Context: an optimization exercise on an open-source flow, tuned for small area, a short achievable clock period and few clock cycles per item. The choices shown serve that exercise and are no tape-out recipe. Where RTL was checked, it was by simulation tests only, not by an equivalence proof against the original. Function not checked in run 1: the RTL went through the layout flow alone. No activity file was given, so power comes from the tool's default toggle rates.

## flow/design.v (module list and top-level ports; edited modules follow where they fit)
// module tau_arith: 2569 lines
module tau_arith (
    input  wire        clk,
    input  wire        rst,           
    input  wire        in_valid,
    output wire        in_ready,
    input  wire        in_fn,         
    input  wire [63:0] in_a,
    input  wire [63:0] in_b,
    output reg         out_valid,
    output reg  [63:0] out_result,
    output reg         out_range
);
  // ...
==> flow/flow/run.sh <==
#!/bin/bash
# The standard layout, with repair_timing asked for more setup slack than the
# clock period needs (so that it sizes the critical paths up), and the port
# buffers made with sky130_fd_sc_hd__buf_2.
set -euo pipefail
bash standard.sh SETUP_SLACK_MARGIN=9 "BUFFER_PORTS_ARGS=-buffer_cell sky130_fd_sc_hd__buf_2" finish > standard_make.log 2>&1
==> flow/standard.sh <==
#!/bin/bash
# synth_recipe.tcl (not shown) runs the flow's synth.tcl, then flattens the netlist and writes it again
# the make line also repeats each setting of config.mk as NAME=value (left out here)
make -C /OpenROAD-flow-scripts/flow DESIGN_CONFIG=/design/flow/config.mk WORK_HOME=/design/flow/orfs CLKGATE_MAP_FILE= SYNTH_SCRIPT=/design/flow/synth_recipe.tcl "${@:-finish}"
==> flow/config.mk <==
export PLATFORM = sky130hd
export DESIGN_NAME = tau_arith
export DESIGN_NICKNAME = tau_arith
export VERILOG_FILES = /design/flow/design.v
export SDC_FILE = /design/flow/constraint.sdc
export NUM_CORES = 4
export LEC_CHECK = 0
export CAP_MARGIN = 20
export CORE_MARGIN = 2
export CORE_UTILIZATION = 40
export SLEW_MARGIN = 20
==> flow/constraint.sdc <==
create_clock -name core_clock -period 14.0 [get_ports {clk}]
set_input_delay 2.8000 -clock core_clock [delete_from_list [all_inputs] [get_ports {clk}]]
set_output_delay 2.8000 -clock core_clock [all_outputs]
set_load 0.01 [all_outputs]
==> results.cfg, run 1 <==
[status]
outcome = complete, no violations

[timing]
timing.final.crit_period_ns = 5.62
worst-slew-pin-transition_ns = 1.23
rsz_0062_raised_after_global_routing = true

[worst_setup_path]
timing.critical_path.from = w_r[9]$_DFFE_PP_
r2r_slack_ns = 8.38
worst_path_largest_cell_delay_ns = 0.53
crit_required_ns = 14.36
cpMaxStageDelayCell = sky130_fd_sc_hd__or4_4

[global_route]
grt_use_met2_pct = 45.4

[synthesis]
synth_top_area_cell = sky130_fd_sc_hd__dfxtp_1
synthAdderAreaFrac_pct = 26.2
mean_area_per_synthesized_cell_sq_um = 9.49
synth_xor_area_share_pct = 4.27
post_synth_mux_area_share_pct = 0.518

[pwr]
pwr_density_cell_nw_per_um2 = 199
seq_power_share_pct = 23.5

[cells_and_area]
reg.largest.list = s2_a x65, out_result x64, s2_b x64
seqCellArea_sq_um = 11200
drive_above_1_share_pct = 20.2
mostFrequentLayoutCell = sky130_fd_sc_hd__inv_1
final_non_filler_cell_area_sq_um = 41900
comb.multi_input.count = 2522
layout_common_cells = sky130_fd_sc_hd__inv_1, sky130_fd_sc_hd__dfxtp_1, sky130_fd_sc_hd__fa_1

[die]
dieArea_sq_um = 89300
tapCellCount = 1155

[clocking]
cts_tree = yes
cts.hold.buffers_added = 0
cts_repair_resize_count = 184

[detailed_routing]
highest_metal_layer_used_by_the_detailed_router = met4
post_drt_via_cell_ratio = 5.72
==> run 2, diff against run 1 <==
--- a/flow/design.v
+++ b/flow/design.v
@@ -39,41 +39,39 @@
     wire        in_bbad = (in_b[31:0] >= NS_PER_SEC);
     wire        in_m1   = (&in_b[63:31]) | ~(|in_b[63:31]);    
     wire        in_m3   = (&in_b[63:40]) | ~(|in_b[63:40]);    
     wire last  = busy & (cnt == 3'd1);
     wire s2_add = s2_v & ~s2_fn & ~s2_rng;
     wire s2_res = s2_v & (s2_fn | s2_rng);
     wire [2:0] cnt_set = s2_m1 ? 3'd1 : s2_m3 ? 3'd3 : 3'd7;
     wire busy_n  = s2_add | (busy & ~last);
-    wire wres_n  = s2_res & last;
+    wire wres_n  = s2_res;
     wire [2:0] cnt1  = s2_add ? cnt_set : (cnt - 3'd1);
     wire       last1 = busy_n & (cnt1 == 3'd1);
     wire s1_add = s1_v & ~s1_fn & ~s1_rng;
     wire s1_res = s1_v & (s1_fn | s1_rng);
     reg        rdy;
     assign in_ready = rdy;
     wire [2:0] n_cnt    = s2_add ? cnt_set : busy ? (cnt - 3'd1) : cnt;
     wire       n_busy   = ~rst & busy_n;
     wire       n_last   = n_busy & (n_cnt == 3'd1);
     wire       n_s2_add = ~rst & s1_add;
     wire [2:0] n_set2   = s1_m1 ? 3'd1 : s1_m3 ? 3'd3 : 3'd7;
     wire       n_busy1  = n_s2_add | (n_busy & ~n_last);
     wire [2:0] n_cnt1   = n_s2_add ? n_set2 : (n_cnt - 3'd1);
     wire       n_last1  = n_busy1 & (n_cnt1 == 3'd1);
     wire       n_s1_v   = ~rst & in_valid & rdy;
     wire       n_s1_add = n_s1_v & ~in_fn & ~in_abad;
-    wire       n_s1_res = n_s1_v & (in_fn | in_abad);
     wire [2:0] n_set1   = in_m1 ? 3'd1 : in_m3 ? 3'd3 : 3'd7;
     wire [2:0] n_cnt2   = n_s1_add ? n_set1 : (n_cnt1 - 3'd1);
     wire       n_busy2  = n_s1_add | (n_busy1 & ~n_last1);
     wire       n_last2  = n_busy2 & (n_cnt2 == 3'd1);
-    wire       n_wres2  = n_s1_res & n_last1;
     always @(posedge clk)
-        rdy <= (~n_busy2 | n_last2) & (~n_wres2 | n_last2);
+        rdy <= ~n_busy2 | n_last2;
     wire [20:0] rem  = w_r;
     wire [25:0] rp   = {rem, dq[34:30]};
     wire [32:0] ge;
     genvar gi;
     assign ge[0]  = 1'b1;
     assign ge[32] = 1'b0;
     generate
         for (gi = 1; gi < 32; gi = gi + 1) begin : g_cmp
@@ -2524,36 +2522,33 @@
         end
     end
     wire [5:0]  pl    = {1'b0, sec_b[4:0]} + {1'b0, d};
     wire [31:0] sec_v = {pl[5] ? ph1 : ph0, pl[4:0]};
     always @(posedge clk) begin
         if (last) begin
             out_result <= {sec_v, 2'b00, r_step, w_lo};
             out_range  <= 1'b0;
-        end else if (wres) begin
+        end else begin
             out_result <= {w_sec, w_x, w_r, w_lo};
             out_range  <= w_rng;
-        end else begin
-            out_result <= s2_rng ? 64'd0 : sum[63:0];
-            out_range  <= s2_rng;
         end
     end
     always @(posedge clk) begin
         if (rst) begin
             busy      <= 1'b0;
             wres      <= 1'b0;
             out_valid <= 1'b0;
         end else begin
             if (busy) begin
                 dq  <= {dq[29:0], d};
                 cnt <= cnt - 3'd1;
                 w_r <= r_step;
             end
-            out_valid <= last | wres | s2_res;
+            out_valid <= last | wres;
             busy <= busy_n;
             wres <= wres_n;
             if (s2_add) begin
                 cnt   <= cnt_set;
                 dq    <= dq_init;
                 w_r   <= r_init;
                 w_sec <= sec_k;
                 w_lo  <= sum[8:0];
==> results.cfg, run 2 <==
[detailed_routing]
drt_iter0_markers = 2147
post_drt_via_cell_ratio = 5.50
wl_mm = 121
drt_pass1_iterations = 5
route.vias.total = 27400
post-route-drc-count = 0
route.antenna.remaining_nets = 0
wl_per_cell_um = 24.2

[status]
outcome = complete, no violations

[timing]
rsz_0062_raised_after_global_routing = true
setup_total_negative_slack_ns = 0
timing.final.crit_period_ns = 6.12
setup_viol_count_final = 0
relSlewSlack_pct = 30.4
hold_viol_final = 0
max_freq_ghz = 0.163
finalCritPeriodShare_pct = 43.7
timing.final.max_slew_violations = 0
worst-slew-pin-transition_ns = 1.04
finClkSkew_ns = 0.0382

[cells_and_area]
mostFrequentLayoutCell = sky130_fd_sc_hd__inv_1
drive_above_1_share_pct = 19.3
area.growth.synth_to_final_pct = 20.1
max_reg_flops = 65
finalNonFillerCells = 4974
reg.largest.list = s2_a x65, out_result x64, s2_b x64
layout.nets = 4458
biggest_register = s2_a
layout_common_cells = sky130_fd_sc_hd__inv_1, sky130_fd_sc_hd__dfxtp_1, sky130_fd_sc_hd__fa_1
nFillCells = 8049

[die]
io_pins = 199
dieArea_sq_um = 87200
rows = 106
vertical_die_dimension_um = 295
core_sq_um = 83800
initial_core_util_pct = 40.5
horizontal_die_dimension_um = 295

[placement]
detailedPlacementHpwl_mm = 94.8
place.detailed.instances = 4753
gp_congestion = 1.00
port_buffers = 198

[synthesis]
synthDominantCellAreaShare_pct = 24.0
dominantRegCellSynth = sky130_fd_sc_hd__dfxtp_1
mean_area_per_synthesized_cell_sq_um = 9.68
most_frequent_cells_after_synthesis = sky130_fd_sc_hd__inv_1, sky130_fd_sc_hd__dfxtp_1, sky130_fd_sc_hd__fa_1, sky130_fd_sc_hd__nand2_1, sky130_fd_sc_hd__ha_1
leading_cell_types_by_total_area_after_synthesis = sky130_fd_sc_hd__dfxtp_1, sky130_fd_sc_hd__fa_1, sky130_fd_sc_hd__edfxtp_1
mappedNetlistArea_sq_um = 33900
seq_area_frac_synth_pct = 33.1
synth_top_area_cell = sky130_fd_sc_hd__dfxtp_1
synthesis.nets = 4177
yosys.cell_types.count = 89
asyncSetResetFlopFracSynth_pct = 0
netlist_instances = 3507
synth_enable_flop_cells = 103
post-synth-top-count-cell = sky130_fd_sc_hd__inv_1
postSynthRegisterBits = 510
yosys_warnings = 1

[clocking]
clkSlewWorstSetupHoldPaths_ns = 0.06
cts_inserted_buffers = 57
htreeDepth = 2
cts_sinks = 510
cts_tree = yes
clock_latency_ns = 0.65
cts_root_buffer = sky130_fd_sc_hd__clkbuf_16
cts.hold.buffers_added = 0
cts-root-to-sink-buffers = 3

[worst_setup_path]
capturing_element_type_of_the_critical_path = register
crit_required_ns = 14.39
critPathKind = register to register
maximum_fanout_encountered_on_the_critical_timing_path = 20
cpMaxStageDelayCell = sky130_fd_sc_hd__or4_1
cp_data_arrival_time_ns = 6.50
worst_setup_path_start_kind = register
critical_path.n_buffers_inverters = 4
worst_path_largest_cell_delay_ns = 0.61
cp_top_family = simple AND/OR/NAND/NOR gates

[global_route]
grt_util_all_layers_pct = 27.4
grt_antenna_before_repair = 6
grt.overflow.total = 0
grt_first_pass_wirelength_mm = 177
grt_pass1_vias = 27600
grt_max_degree = 80

[pwr]
total_power_w = 0.00763
peak_supply_drop_v = 0.000143
leakage_power_nw = 17.9
pwr_density_cell_nw_per_um2 = 187

[hold_path]
hold_class = register to register

[flow_run]
max_cap_violations = 0
[run 2: repair_timing]
action                     4_1_cts  5_1_grt
gates resized for setup        221      153
pin swaps                       35       77
setup endpoints to repair       78       72
setup buffers                   64       43
cloned                           2        1
[run 2: cell type report]
| class | instances | area, sq um | share of cell area [%] |
|---|---|---|---|
| diodes | 3 | 7.51 | 0.0184 |
| clock buffers | 76 | 1670 | 4.08 |
| clock inverters | 32 | 308 | 0.755 |
| inverters | 466 | 1760 | 4.32 |
| multi-input cells | 2402 | 21900 | 53.8 |
| flip-flops and latches | 510 | 11200 | 27.6 |
| well taps | 1134 | 1420 | 3.48 |
| repair buffers | 351 | 2440 | 5.97 |
[run 2: kinds of logic after synthesis]
logic type               after synthesis  synth area share (%)
AO/OA/AOI/OAI                        756                  14.6
flip-flops                           510                  33.1
adder cells (fa/ha/maj)              538                  26.8
buffers and inverters                595                  6.77
XOR/XNOR                             173                  4.46
AND/OR/NAND/NOR                      915                  13.6
multiplexers                          20                 0.619
[run 2: final timing paths]
check | start | slack, ns | cells past startpoint | endpoint
worst max-delay path | w_r[10]$_DFFE_PP_ | 7.88 | 25 | w_r[16]$_DFFE_PP_
worst min-delay path | s1_ahi[31]$_DFF_P_ | 0.33 | 0 | s2_ahi[31]$_DFF_P_
worst max register to register | w_r[10]$_DFFE_PP_ | 7.88 | 25 | w_r[16]$_DFFE_PP_
worst min register to register | s1_ahi[31]$_DFF_P_ | 0.33 | 0 | s2_ahi[31]$_DFF_P_
[run 2: worst reg2reg max path: cells and delay by family, from the launching register on]
kind | cells | cell delay, ns
compound gates | 11 | 1.89
fa+ha+maj | 3 | 1.12
buf+inv | 4 | 0.56
flops | 1 | 0.41
simple gates | 7 | 1.91
[run 2: power by group]
group	internal, W	leakage [nW]	switching [W]
clock network	0.000901	0.987	0.000653
logic	0.00149	12.5	0.00267
registers	0.00178	4.36	0.000132
total	0.00417	17.9	0.00346
[run 2: stage by stage]
| stage | setup slack (ns) | hold WS [ns] | util, % | area [sq um] |
|---|---|---|---|---|
| floorplan | 8.77 | 0.310 | - | 34000 |
| global placement | 7.04 | 0.310 | 43.2 | 36200 |
| detailed placement | 7.25 | 0.312 | 43.2 | 36200 |
| CTS | 7.99 | 0.324 | 47.4 | 39700 |
| global route | 7.74 | 0.327 | 48.6 | 40800 |
| finish | 7.88 | 0.326 | 48.6 | 40800 |
[run 2: layer usage]
metal	wire length, um	vias to the layer above	global-route usage, %	share of wire [%]
li1	-	12600	-	-
met2	56900	1103	46.1	47
met4	7610	6	14.8	6.3
met1	48800	13400	34.0	40
met5	44	-	0	0.037
met3	7260	331	4.06	6.0
Testbench counts of run 2, summed over its fixed seeds: cycles 32,160, items 16,000.
==> run 3, diff against run 2 <==
==> flow/flow/run.sh (replaced) <==
#!/bin/bash
# The standard layout, with repair_timing asked for more setup slack than the
# clock period needs (so that it sizes the critical paths up), and the port
# buffers made with sky130_fd_sc_hd__buf_2.
set -euo pipefail
bash standard.sh SETUP_SLACK_MARGIN=7.5 "BUFFER_PORTS_ARGS=-buffer_cell sky130_fd_sc_hd__buf_2" finish > standard_make.log 2>&1
==> results.cfg, run 3 <==
[clocking]
cts_sinks = 510
cts_inserted_buffers = 57
clock_latency_ns = 0.67
clkSlewWorstSetupHoldPaths_ns = 0.07
cts_tree = yes
htreeDepth = 2
cts_root_buffer = sky130_fd_sc_hd__clkbuf_16
cts-root-to-sink-buffers = 3

[pwr]
net-switching-power_w = 0.00345
total_power_w = 0.00752
p_int_w = 0.00407
clock_share_of_power_pct = 20.3
seq_power_share_pct = 25.3
power.share.combinational_pct = 54.4
leakage_power_nw = 17.1
peak_supply_drop_v = 0.000144
pwr_density_cell_nw_per_um2 = 195
power.switching_fraction_pct = 45.9

[synthesis]
synth_top_area_cell = sky130_fd_sc_hd__dfxtp_1
synthesis.nets = 4177
postSynthRegisterBits = 510
yosys_warnings = 1
mean_area_per_synthesized_cell_sq_um = 9.68
dominantRegCellSynth = sky130_fd_sc_hd__dfxtp_1
synthDominantCellAreaShare_pct = 24.0
netlist_instances = 3507
seq_area_frac_synth_pct = 33.1
synth_enable_flop_cells = 103
mappedNetlistArea_sq_um = 33900
leading_cell_types_by_total_area_after_synthesis = sky130_fd_sc_hd__dfxtp_1, sky130_fd_sc_hd__fa_1, sky130_fd_sc_hd__edfxtp_1
yosys.cell_types.count = 89
post-synth-top-count-cell = sky130_fd_sc_hd__inv_1
asyncSetResetFlopFracSynth_pct = 0
most_frequent_cells_after_synthesis = sky130_fd_sc_hd__inv_1, sky130_fd_sc_hd__dfxtp_1, sky130_fd_sc_hd__fa_1, sky130_fd_sc_hd__nand2_1, sky130_fd_sc_hd__ha_1

[worst_setup_path]
capturing_element_type_of_the_critical_path = register
timing.critical_path.depth = 25
critical_path.n_buffers_inverters = 1
cpMaxStageDelayCell = sky130_fd_sc_hd__nor4_1
worst_setup_path_start_kind = register
crit_required_ns = 14.36
ff2ff_path_depth = 25
cp_data_arrival_time_ns = 6.71
maximum_fanout_encountered_on_the_critical_timing_path = 25
critPathKind = register to register
worst_path_largest_cell_delay_ns = 0.53
cp_top_family = simple AND/OR/NAND/NOR gates

[cells_and_area]
reg.largest.list = s2_a x65, out_result x64, s2_b x64
max_reg_flops = 65
mostFrequentLayoutCell = sky130_fd_sc_hd__inv_1
layout.nets = 4371
layout_common_cells = sky130_fd_sc_hd__inv_1, sky130_fd_sc_hd__dfxtp_1, sky130_fd_sc_hd__fa_1
nFillCells = 8197
drive_above_1_share_pct = 13.0
area.growth.synth_to_final_pct = 13.9
biggest_register = s2_a

[timing]
timing.final.crit_period_ns = 6.35
relSlewSlack_pct = 20.4
hold_viol_final = 0
rsz_0062_raised_after_global_routing = true
setup_total_negative_slack_ns = 0
finClkSkew_ns = 0.0390
setup_viol_count_final = 0
final.hold.worst_slack_ns = 0.315
max_freq_ghz = 0.157
worst-slew-pin-transition_ns = 1.19
finalCritPeriodShare_pct = 45.4
timing.final.max_slew_violations = 0

[global_route]
grt.overflow.total = 0
grt_pass1_vias = 27400
grt_util_all_layers_pct = 27.0
grt_first_pass_wirelength_mm = 176
grt_antenna_before_repair = 7
grt_max_degree = 74

[detailed_routing]
drt_pass1_iterations = 6
post_drt_via_cell_ratio = 5.50
route.vias.total = 26900
wl_mm = 117
post-route-drc-count = 0
route.antenna.remaining_nets = 0
drt_iter0_markers = 2120
wl_per_cell_um = 24.0

[flow_run]
max_cap_violations = 0

[die]
vertical_die_dimension_um = 295
rows = 106
dieArea_sq_um = 87200
core_sq_um = 83800
horizontal_die_dimension_um = 295
initial_core_util_pct = 40.5
io_pins = 199

[placement]
gp_congestion = 1.04
detailedPlacementHpwl_mm = 93.8
port_buffers = 198

[hold_path]
worst_hold_path.num_cells = 0
hold_class = register to register

[status]
outcome = complete, no violations
-- run 3: cell counts after synthesis --
Identical to the previous run, type by type.
-- run 3: area by class of cell --
class	instances	area, sq um	area share [%]
Multi-Input combinational cell	2402	20800	53.7
Inverter	466	1750	4.53
Antenna cell	1	2.50	0.00647
Clock buffer	70	1560	4.03
Sequential cell	510	11200	29.1
Clock inverter	38	379	0.980
Tap cell	1134	1420	3.67
Timing Repair Buffer	264	1540	3.99
-- run 3: logic make-up after synthesis --
| group | share of synthesized area, % |
|---|---|
| AND/OR/NAND/NOR | 13.6 |
| AO/OA/AOI/OAI | 14.6 |
| buffers and inverters | 6.77 |
| adder cells (fa/ha/maj) | 26.8 |
| flip-flops | 33.1 |
| XOR/XNOR | 4.46 |
| multiplexers | 0.619 |
-- run 3: metrics by stage --
step	cells	util (%)	instance area, sq um	setup slack (ns)
after global placement	4747	43.1	36100	6.97
after global routing	4885	46.1	38700	7.46
after CTS	4871	45.7	38300	7.51
final	4885	46.1	38700	7.65
after floorplan	3507	-	33900	8.57
after detailed placement	4747	43.1	36100	7.10
-- run 3: what timing repair did --
item	4_1_cts	5_1_grt
endpoints found under the hold margin	0	0
hold buffers	0	0
resized for setup	25	54
buffers inserted	16	13
endpoints found under the setup margin	20	26
pin swaps	0	6
gates cloned	0	0
-- run 3: path summary, 6_finish.rpt --
check                     from  slack [ns]                 to
max           w_r[4]$_DFFE_PP_        7.65  w_r[15]$_DFFE_PP_
min          s1_ahi[9]$_DFF_P_        0.31  s2_ahi[9]$_DFF_P_
max reg2reg   w_r[4]$_DFFE_PP_        7.65  w_r[15]$_DFFE_PP_
min reg2reg  s1_ahi[9]$_DFF_P_        0.31  s2_ahi[9]$_DFF_P_
-- run 3: power by group through the flow --
stage          logic [W]  registers [W]  clock network, W
6_report         0.00409        0.00191           0.00153
5_1_grt          0.00455        0.00193           0.00162
4_1_cts          0.00400        0.00191           0.00156
3_5_place_dp     0.00398        0.00194                 0
3_3_place_gp     0.00394        0.00194                 0
2_1_floorplan    0.00264        0.00189                 0
-- run 3: layer usage --
| layer | up-vias | part of all wire, % | track usage [%] |
|---|---|---|---|
| li1 | 12400 | - | - |
| met1 | 13000 | 41 | 34.2 |
| met2 | 1185 | 46 | 43.9 |
| met3 | 317 | 6.9 | 4.83 |
| met4 | 4 | 6.1 | 14.7 |
| met5 | - | 0.026 | 0.0554 |
==> run 4, diff against run 3 <==
==> flow/flow/run.sh (replaced) <==
#!/bin/bash
# The standard layout, with repair_timing asked for more setup slack than the
# clock period needs (so that it sizes the critical paths up), and the port
# buffers made with sky130_fd_sc_hd__buf_2.
set -euo pipefail
bash standard.sh SETUP_SLACK_MARGIN=8.5 "BUFFER_PORTS_ARGS=-buffer_cell sky130_fd_sc_hd__buf_2" finish > standard_make.log 2>&1
==> results.cfg, run 4 <==
[status]
outcome = complete, no violations

[global_route]
grt_pass1_vias = 27900
grt_antenna_before_repair = 6
grt_first_pass_wirelength_mm = 178
grt.overflow.total = 0
grt_max_degree = 74
grt_util_all_layers_pct = 27.4

[placement]
gp_congestion = 1.04
detailedPlace.worstSlack_ns = 7.10
postPlaceCellArea_sq_um = 36100
port_buffers = 198
detailedPlacementHpwl_mm = 93.8

[worst_setup_path]
worst_setup_path_start_kind = register
maximum_fanout_encountered_on_the_critical_timing_path = 6
critical_path.n_buffers_inverters = 3
cp-endpoint = w_r[16]$_DFFE_PP_
ff2ff_path_depth = 25
regToRegStartpoint = w_r[2]$_DFFE_PP_
r2r_slack_ns = 8.15
worstReg2RegEnd = w_r[16]$_DFFE_PP_
crit_required_ns = 14.40
worst_path_largest_cell_delay_ns = 0.61
cpMaxStageDelayCell = sky130_fd_sc_hd__fa_2
timing.critical_path.depth = 25
cp_top_family = compound AO/OA/AOI/OAI gates
critPathKind = register to register
capturing_element_type_of_the_critical_path = register
timing.critical_path.from = w_r[2]$_DFFE_PP_
cp_data_arrival_time_ns = 6.26

[synthesis]
synthesis.nets = 4177
postSynthRegisterBits = 510
dominantRegCellSynth = sky130_fd_sc_hd__dfxtp_1
synthDominantCellAreaShare_pct = 24.0
synth_top_area_cell = sky130_fd_sc_hd__dfxtp_1
leading_cell_types_by_total_area_after_synthesis = sky130_fd_sc_hd__dfxtp_1, sky130_fd_sc_hd__fa_1, sky130_fd_sc_hd__edfxtp_1
most_frequent_cells_after_synthesis = sky130_fd_sc_hd__inv_1, sky130_fd_sc_hd__dfxtp_1, sky130_fd_sc_hd__fa_1, sky130_fd_sc_hd__nand2_1, sky130_fd_sc_hd__ha_1
asyncSetResetFlopFracSynth_pct = 0
netlist_instances = 3507
mappedNetlistArea_sq_um = 33900
mean_area_per_synthesized_cell_sq_um = 9.68
synth_enable_flop_cells = 103
seq_area_frac_synth_pct = 33.1
yosys_warnings = 1
post-synth-top-count-cell = sky130_fd_sc_hd__inv_1
yosys.cell_types.count = 89

[cells_and_area]
seqCellArea_sq_um = 11200
final_non_filler_cell_area_sq_um = 40800
mostFrequentLayoutCell = sky130_fd_sc_hd__inv_1
biggest_register = s2_a
max_reg_flops = 65
postLayoutCoreUtil_pct = 48.6
reg.largest.list = s2_a x65, out_result x64, s2_b x64
area.growth.synth_to_final_pct = 20.1
layout_common_cells = sky130_fd_sc_hd__inv_1, sky130_fd_sc_hd__dfxtp_1, sky130_fd_sc_hd__fa_1
drive_above_1_share_pct = 19.3
layout.nets = 4459
nFillCells = 8033
multi_input_area_sq_um = 21900

[timing]
timing.final.max_slew_violations = 0
setup_viol_count_final = 0
max_freq_ghz = 0.171
worst-slew-pin-transition_ns = 1.15
hold_viol_final = 0
rsz_0062_raised_after_global_routing = true
relSlewSlack_pct = 23.0
finalCritPeriodShare_pct = 41.8
timing.final.crit_period_ns = 5.85
setup_total_negative_slack_ns = 0
finClkSkew_ns = 0.0363
setup_slack_ns = 8.15

[clocking]
cts.hold.buffers_added = 0
cts_inserted_buffers = 57
cts_sinks = 510
htreeDepth = 2
cts_root_buffer = sky130_fd_sc_hd__clkbuf_16
clkSlewWorstSetupHoldPaths_ns = 0.07
cts-root-to-sink-buffers = 3
clock_latency_ns = 0.67
cts_tree = yes

[die]
io_pins = 199
rows = 106
dieArea_sq_um = 87200
initial_core_util_pct = 40.5
vertical_die_dimension_um = 295
horizontal_die_dimension_um = 295
core_sq_um = 83800

[detailed_routing]
wl_per_cell_um = 24.1
drt_iter0_markers = 2242
route.vias.total = 27300
wl_mm = 120
post_drt_via_cell_ratio = 5.50
post-route-drc-count = 0
drt_pass1_iterations = 7
route.antenna.remaining_nets = 0

[pwr]
power.switching_fraction_pct = 46.0
net-switching-power_w = 0.00350
p_int_w = 0.00411
pwr_density_cell_nw_per_um2 = 186
leakage_power_nw = 17.9
total_power_w = 0.00760
seq_power_share_pct = 25.1
peak_supply_drop_v = 0.000143
power.share.combinational_pct = 54.8
clock_share_of_power_pct = 20.1

[hold_path]
hold_class = register to register

[flow_run]
max_cap_violations = 0
## run 4: cell counts after synthesis
No cell type changed its count.
## run 4: routing by layer
layer  routed length, um  up-vias  global-route usage [%]
li1                    -    12600                       -
met1               48300    13200                    34.6
met2               54800     1220                    44.8
met3                8660      365                    4.77
met4                7980        2                    14.8
met5                  16        -                       0
## run 4: what timing repair did
item | in CTS | in global routing
endpoints found under the setup margin | 59 | 48
pin swaps | 27 | 49
resized for setup | 232 | 137
gates cloned | 2 | 2
hold endpoints to repair | 0 | 0
buffers inserted | 69 | 44
## run 4: how the worst min path moves through the flow
stage,startpoint,endpoint,slack (ns),cells after the start
2_1_floorplan,s1_ahi[0]$_DFF_P_,s2_ahi[0]$_DFF_P_,0.31,0
3_3_place_gp,s1_ahi[28]$_DFF_P_,s2_ahi[28]$_DFF_P_,0.31,0
3_5_place_dp,s1_ahi[23]$_DFF_P_,s2_ahi[23]$_DFF_P_,0.31,0
4_1_cts,s1_ahi[23]$_DFF_P_,s2_ahi[23]$_DFF_P_,0.32,0
5_1_grt,s1_ahi[9]$_DFF_P_,s2_ahi[9]$_DFF_P_,0.32,0
6_report,s1_ahi[9]$_DFF_P_,s2_ahi[9]$_DFF_P_,0.32,0
## run 4: area by class of cell
cell class	instances	area share, %
Multi-Input combinational cell	2402	53.8
Sequential cell	510	27.6
Inverter	466	4.31
Tap cell	1134	3.48
Timing Repair Buffer	352	6.03
Antenna cell	1	0.00614
Clock buffer	70	3.82
Clock inverter	38	0.930
## run 4: cells by family after synthesis
| logic type | Yosys count | share of synthesized area [%] |
|---|---|---|
| AND/OR/NAND/NOR | 915 | 13.6 |
| XOR/XNOR | 173 | 4.46 |
| AO/OA/AOI/OAI | 756 | 14.6 |
| buffers and inverters | 595 | 6.77 |
| flip-flops | 510 | 33.1 |
| adder cells (fa/ha/maj) | 538 | 26.8 |
| multiplexers | 20 | 0.619 |
## run 4: metrics by stage
stage	instances	hold slack, ns
floorplan	3507	0.310
global route	4973	0.322
detailed placement	4747	0.312
finish	4973	0.315
CTS	4926	0.319
global placement	4747	0.310
## run 4: power groups by stage
stage	Clock, W	Sequential [W]	Combinational, W
6_report	0.00153	0.00191	0.00417
5_1_grt	0.00162	0.00193	0.00461
4_1_cts	0.00156	0.00191	0.00403
3_5_place_dp	0	0.00194	0.00398
3_3_place_gp	0	0.00194	0.00394
2_1_floorplan	0	0.00189	0.00264
==> run 5, diff against run 4 <==
==> flow/flow/run.sh (replaced) <==
#!/bin/bash
# The standard layout, with repair_timing asked for more setup slack than the
# clock period needs (so that it sizes the critical paths up), and the port
# buffers made with sky130_fd_sc_hd__buf_2.
set -euo pipefail
bash standard.sh SETUP_SLACK_MARGIN=8 "BUFFER_PORTS_ARGS=-buffer_cell sky130_fd_sc_hd__buf_2" finish > standard_make.log 2>&1
==> results.cfg, run 5 <==
[worst_setup_path]
crit_required_ns = 14.38
ff2ff_path_depth = 24
capturing_element_type_of_the_critical_path = register
critPathKind = register to register
cp_data_arrival_time_ns = 6.36
worst_setup_path_start_kind = register
maximum_fanout_encountered_on_the_critical_timing_path = 4

[synthesis]
synth_top_area_cell = sky130_fd_sc_hd__dfxtp_1
synthDominantCellAreaShare_pct = 24.0
synthesis.nets = 4177
synth_xor_area_share_pct = 4.46
mappedNetlistArea_sq_um = 33900
synth_enable_flop_cells = 103
netlist_instances = 3507
yosys_warnings = 1
asyncSetResetFlopFracSynth_pct = 0
yosys.cell_types.count = 89
seq_area_frac_synth_pct = 33.1
synthAdderAreaFrac_pct = 26.8
dominant_combinational_cell_family_by_area_after_synthesis = adder cells
mean_area_per_synthesized_cell_sq_um = 9.68
post_synth_and_or_nand_nor_area_fraction_pct = 13.6
dominantRegCellSynth = sky130_fd_sc_hd__dfxtp_1
postSynthRegisterBits = 510
post-synth-top-count-cell = sky130_fd_sc_hd__inv_1
post_synth_mux_area_share_pct = 0.619
leading_cell_types_by_total_area_after_synthesis = sky130_fd_sc_hd__dfxtp_1, sky130_fd_sc_hd__fa_1, sky130_fd_sc_hd__edfxtp_1
synth_compound_area_share_pct = 14.6
most_frequent_cells_after_synthesis = sky130_fd_sc_hd__inv_1, sky130_fd_sc_hd__dfxtp_1, sky130_fd_sc_hd__fa_1, sky130_fd_sc_hd__nand2_1, sky130_fd_sc_hd__ha_1

[cells_and_area]
drive_above_1_share_pct = 15.8
nFillCells = 8123
final_non_filler_cell_area_sq_um = 39700
biggest_register = s2_a
reg.largest.list = s2_a x65, out_result x64, s2_b x64
mostFrequentLayoutCell = sky130_fd_sc_hd__inv_1
layout.nets = 4405
max_reg_flops = 65
area.growth.synth_to_final_pct = 16.8
layout_common_cells = sky130_fd_sc_hd__inv_1, sky130_fd_sc_hd__dfxtp_1, sky130_fd_sc_hd__fa_1

[placement]
gp_congestion = 1.04
detailedPlacementHpwl_mm = 93.8
port_buffers = 198
postPlaceCellArea_sq_um = 36100

[detailed_routing]
post_drt_via_cell_ratio = 5.50
post-route-drc-count = 0
wl_per_cell_um = 24.1
drt_iter0_markers = 2179
drt_pass1_iterations = 5
route.antenna.remaining_nets = 0
wl_mm = 119
route.vias.total = 27100

[status]
outcome = complete, no violations

[pwr]
pwr_density_cell_nw_per_um2 = 190
leakage_power_nw = 17.5
peak_supply_drop_v = 0.000143

[clocking]
cts.hold.buffers_added = 0
clock_latency_ns = 0.66
htreeDepth = 2
cts_sinks = 510
clkSlewWorstSetupHoldPaths_ns = 0.07
cts-root-to-sink-buffers = 3
cts_tree = yes
cts_root_buffer = sky130_fd_sc_hd__clkbuf_16
cts_inserted_buffers = 57

[hold_path]
hold_class = register to register
worst_hold_path.num_cells = 0

[die]
rows = 106
horizontal_die_dimension_um = 295
io_pins = 199
core_sq_um = 83800
dieArea_sq_um = 87200
vertical_die_dimension_um = 295
initial_core_util_pct = 40.5

[timing]
timing.final.max_slew_violations = 0
relSlewSlack_pct = 23.6
finClkSkew_ns = 0.0354
setup_viol_count_final = 0
hold_viol_final = 0
max_freq_ghz = 0.167
finalCritPeriodShare_pct = 42.7
timing.final.crit_period_ns = 5.98
setup_total_negative_slack_ns = 0
rsz_0062_raised_after_global_routing = true
worst-slew-pin-transition_ns = 1.14

[global_route]
grt_util_all_layers_pct = 27.2
grt_max_degree = 74
grt_first_pass_wirelength_mm = 176
grt_pass1_vias = 27500
grt_antenna_before_repair = 7
grt.overflow.total = 0

[flow_run]
max_cap_violations = 0
-- run 5: changes by cell type in the layout (fill, tap and decap cells not counted), sizes merged --
cell	delta
buf	-54
bufbuf	-2
clkbuf	+2
diode	+1
-- run 5: critical path, cell delays in order (launching register included) --
cell and delay [ns]:
sky130_fd_sc_hd__edfxtp_1 0.43, sky130_fd_sc_hd__buf_12 0.16, sky130_fd_sc_hd__nand4bb_4 0.24, sky130_fd_sc_hd__buf_6 0.15
sky130_fd_sc_hd__o2111ai_4 0.28, sky130_fd_sc_hd__a21oi_2 0.10, sky130_fd_sc_hd__or4_4 0.57, sky130_fd_sc_hd__nand2_4 0.08
sky130_fd_sc_hd__nor2_4 0.05, sky130_fd_sc_hd__or4_4 0.53, sky130_fd_sc_hd__nor2_4 0.15, sky130_fd_sc_hd__nor4b_4 0.19
sky130_fd_sc_hd__or4b_4 0.54, sky130_fd_sc_hd__ha_4 0.23, sky130_fd_sc_hd__o21ai_1 0.09, sky130_fd_sc_hd__a21oi_2 0.06
sky130_fd_sc_hd__o41ai_2 0.36, sky130_fd_sc_hd__o21ai_2 0.10, sky130_fd_sc_hd__or2_4 0.24, sky130_fd_sc_hd__fa_2 0.38
sky130_fd_sc_hd__xnor2_2 0.22, sky130_fd_sc_hd__nor2_1 0.07, sky130_fd_sc_hd__a221o_1 0.29, sky130_fd_sc_hd__a21oi_2 0.10
sky130_fd_sc_hd__o21ai_1 0.08
-- run 5: repair_timing --
item                       CTS  global route
buffers inserted            30            30
resized for setup          112           115
pin swaps                    7            38
setup endpoints to repair   52            30
cloned                       0             3
-- run 5: stage by stage --
stage	std cells	util [%]	hold WS [ns]	setup WS (ns)	power [W]
final	4920	47.3	0.316	8.02	0.00755
after global routing	4919	47.3	0.319	7.84	0.00812
after CTS	4885	46.3	0.319	8.01	0.00747
after detailed placement	4747	43.1	0.312	7.10	0.00593
after global placement	4747	43.1	0.310	6.97	0.00588
after floorplan	3507	-	0.310	8.57	0.00452
-- run 5: area by class of cell --
type / instances / area [sq um] / share of cell area, %
Clock buffer: 70 / 1560 / 3.93
Clock inverter: 38 / 379 / 0.956
Inverter: 466 / 1760 / 4.43
Tap cell: 1134 / 1420 / 3.58
Antenna cell: 2 / 5.00 / 0.0126
Multi-Input combinational cell: 2402 / 21400 / 53.8
Sequential cell: 510 / 11200 / 28.3
Timing Repair Buffer: 298 / 1950 / 4.92
-- run 5: power breakdown --
group / internal, W / switching [W]
sequential: 0.00178 / 0.000131
clock: 0.000861 / 0.000664
combinational: 0.00144 / 0.00268
-- run 5: kinds of logic after synthesis --
kind of cell | count (synthesis)
flops | 510
compound gates | 756
fa+ha+maj | 538
xor+xnor | 173
simple gates | 915
mux | 20
buf+inv | 595
-- run 5: layer usage --
layer  wire length, um  GRT usage [%]  vias to the layer above
li1                  -              -                    12500
met1             48300           34.3                    13100
met2             54300           44.3                     1185
met3              8540           4.92                      341
met4              7400           14.6                        2
met5                16              0                        -
-- run 5: final timing paths --
kind	start	to	slack, ns
worst max-delay path	w_r[4]$_DFFE_PP_	w_r[15]$_DFFE_PP_	8.02
worst min-delay path	s1_ahi[9]$_DFF_P_	s2_ahi[9]$_DFF_P_	0.32
worst max register to register	w_r[4]$_DFFE_PP_	w_r[15]$_DFFE_PP_	8.02
worst min register to register	s1_ahi[9]$_DFF_P_	s2_ahi[9]$_DFF_P_	0.32

==> static timing again, ports no longer ideal <==
Ports are ideal in the flow. The routed layouts listed here were re-timed in OpenROAD. Step 1 sets driving cells, clkbuf_16 on the clock port and buf_2 on the other inputs (assumed; they add their load-dependent delay and slew). Step 2, shift: input delay + t, output delay - t, t = (earliest + latest rising clock arrival at the registers) / 2. This alone moves slack from input paths to output paths. Three values: ideal ports, drivers, drivers and shift; two values: the first two.
run	shift t [ns]	slack for setup (ns)	worst register clock-pin slew, ns	worst slew at a driven data input, ns
run 1	0.698	8.381 / 8.381 / 8.381	0.07 / 0.07	0.04
run 2	0.700	7.883 / 7.883 / 7.883	0.07 / 0.07	0.05
run 3	0.712	7.650 / 7.650 / 7.650	0.07 / 0.07	0.10
run 4	0.714	8.148 / 8.148 / 8.148	0.07 / 0.07	0.10
run 5	0.714	8.023 / 8.023 / 7.964	0.07 / 0.07	0.10
After both steps every run listed still meets setup and hold. For run 5, which loses most, drivers alone change the setup slack by 0.000 ns; drivers and shift together by -0.059 ns.
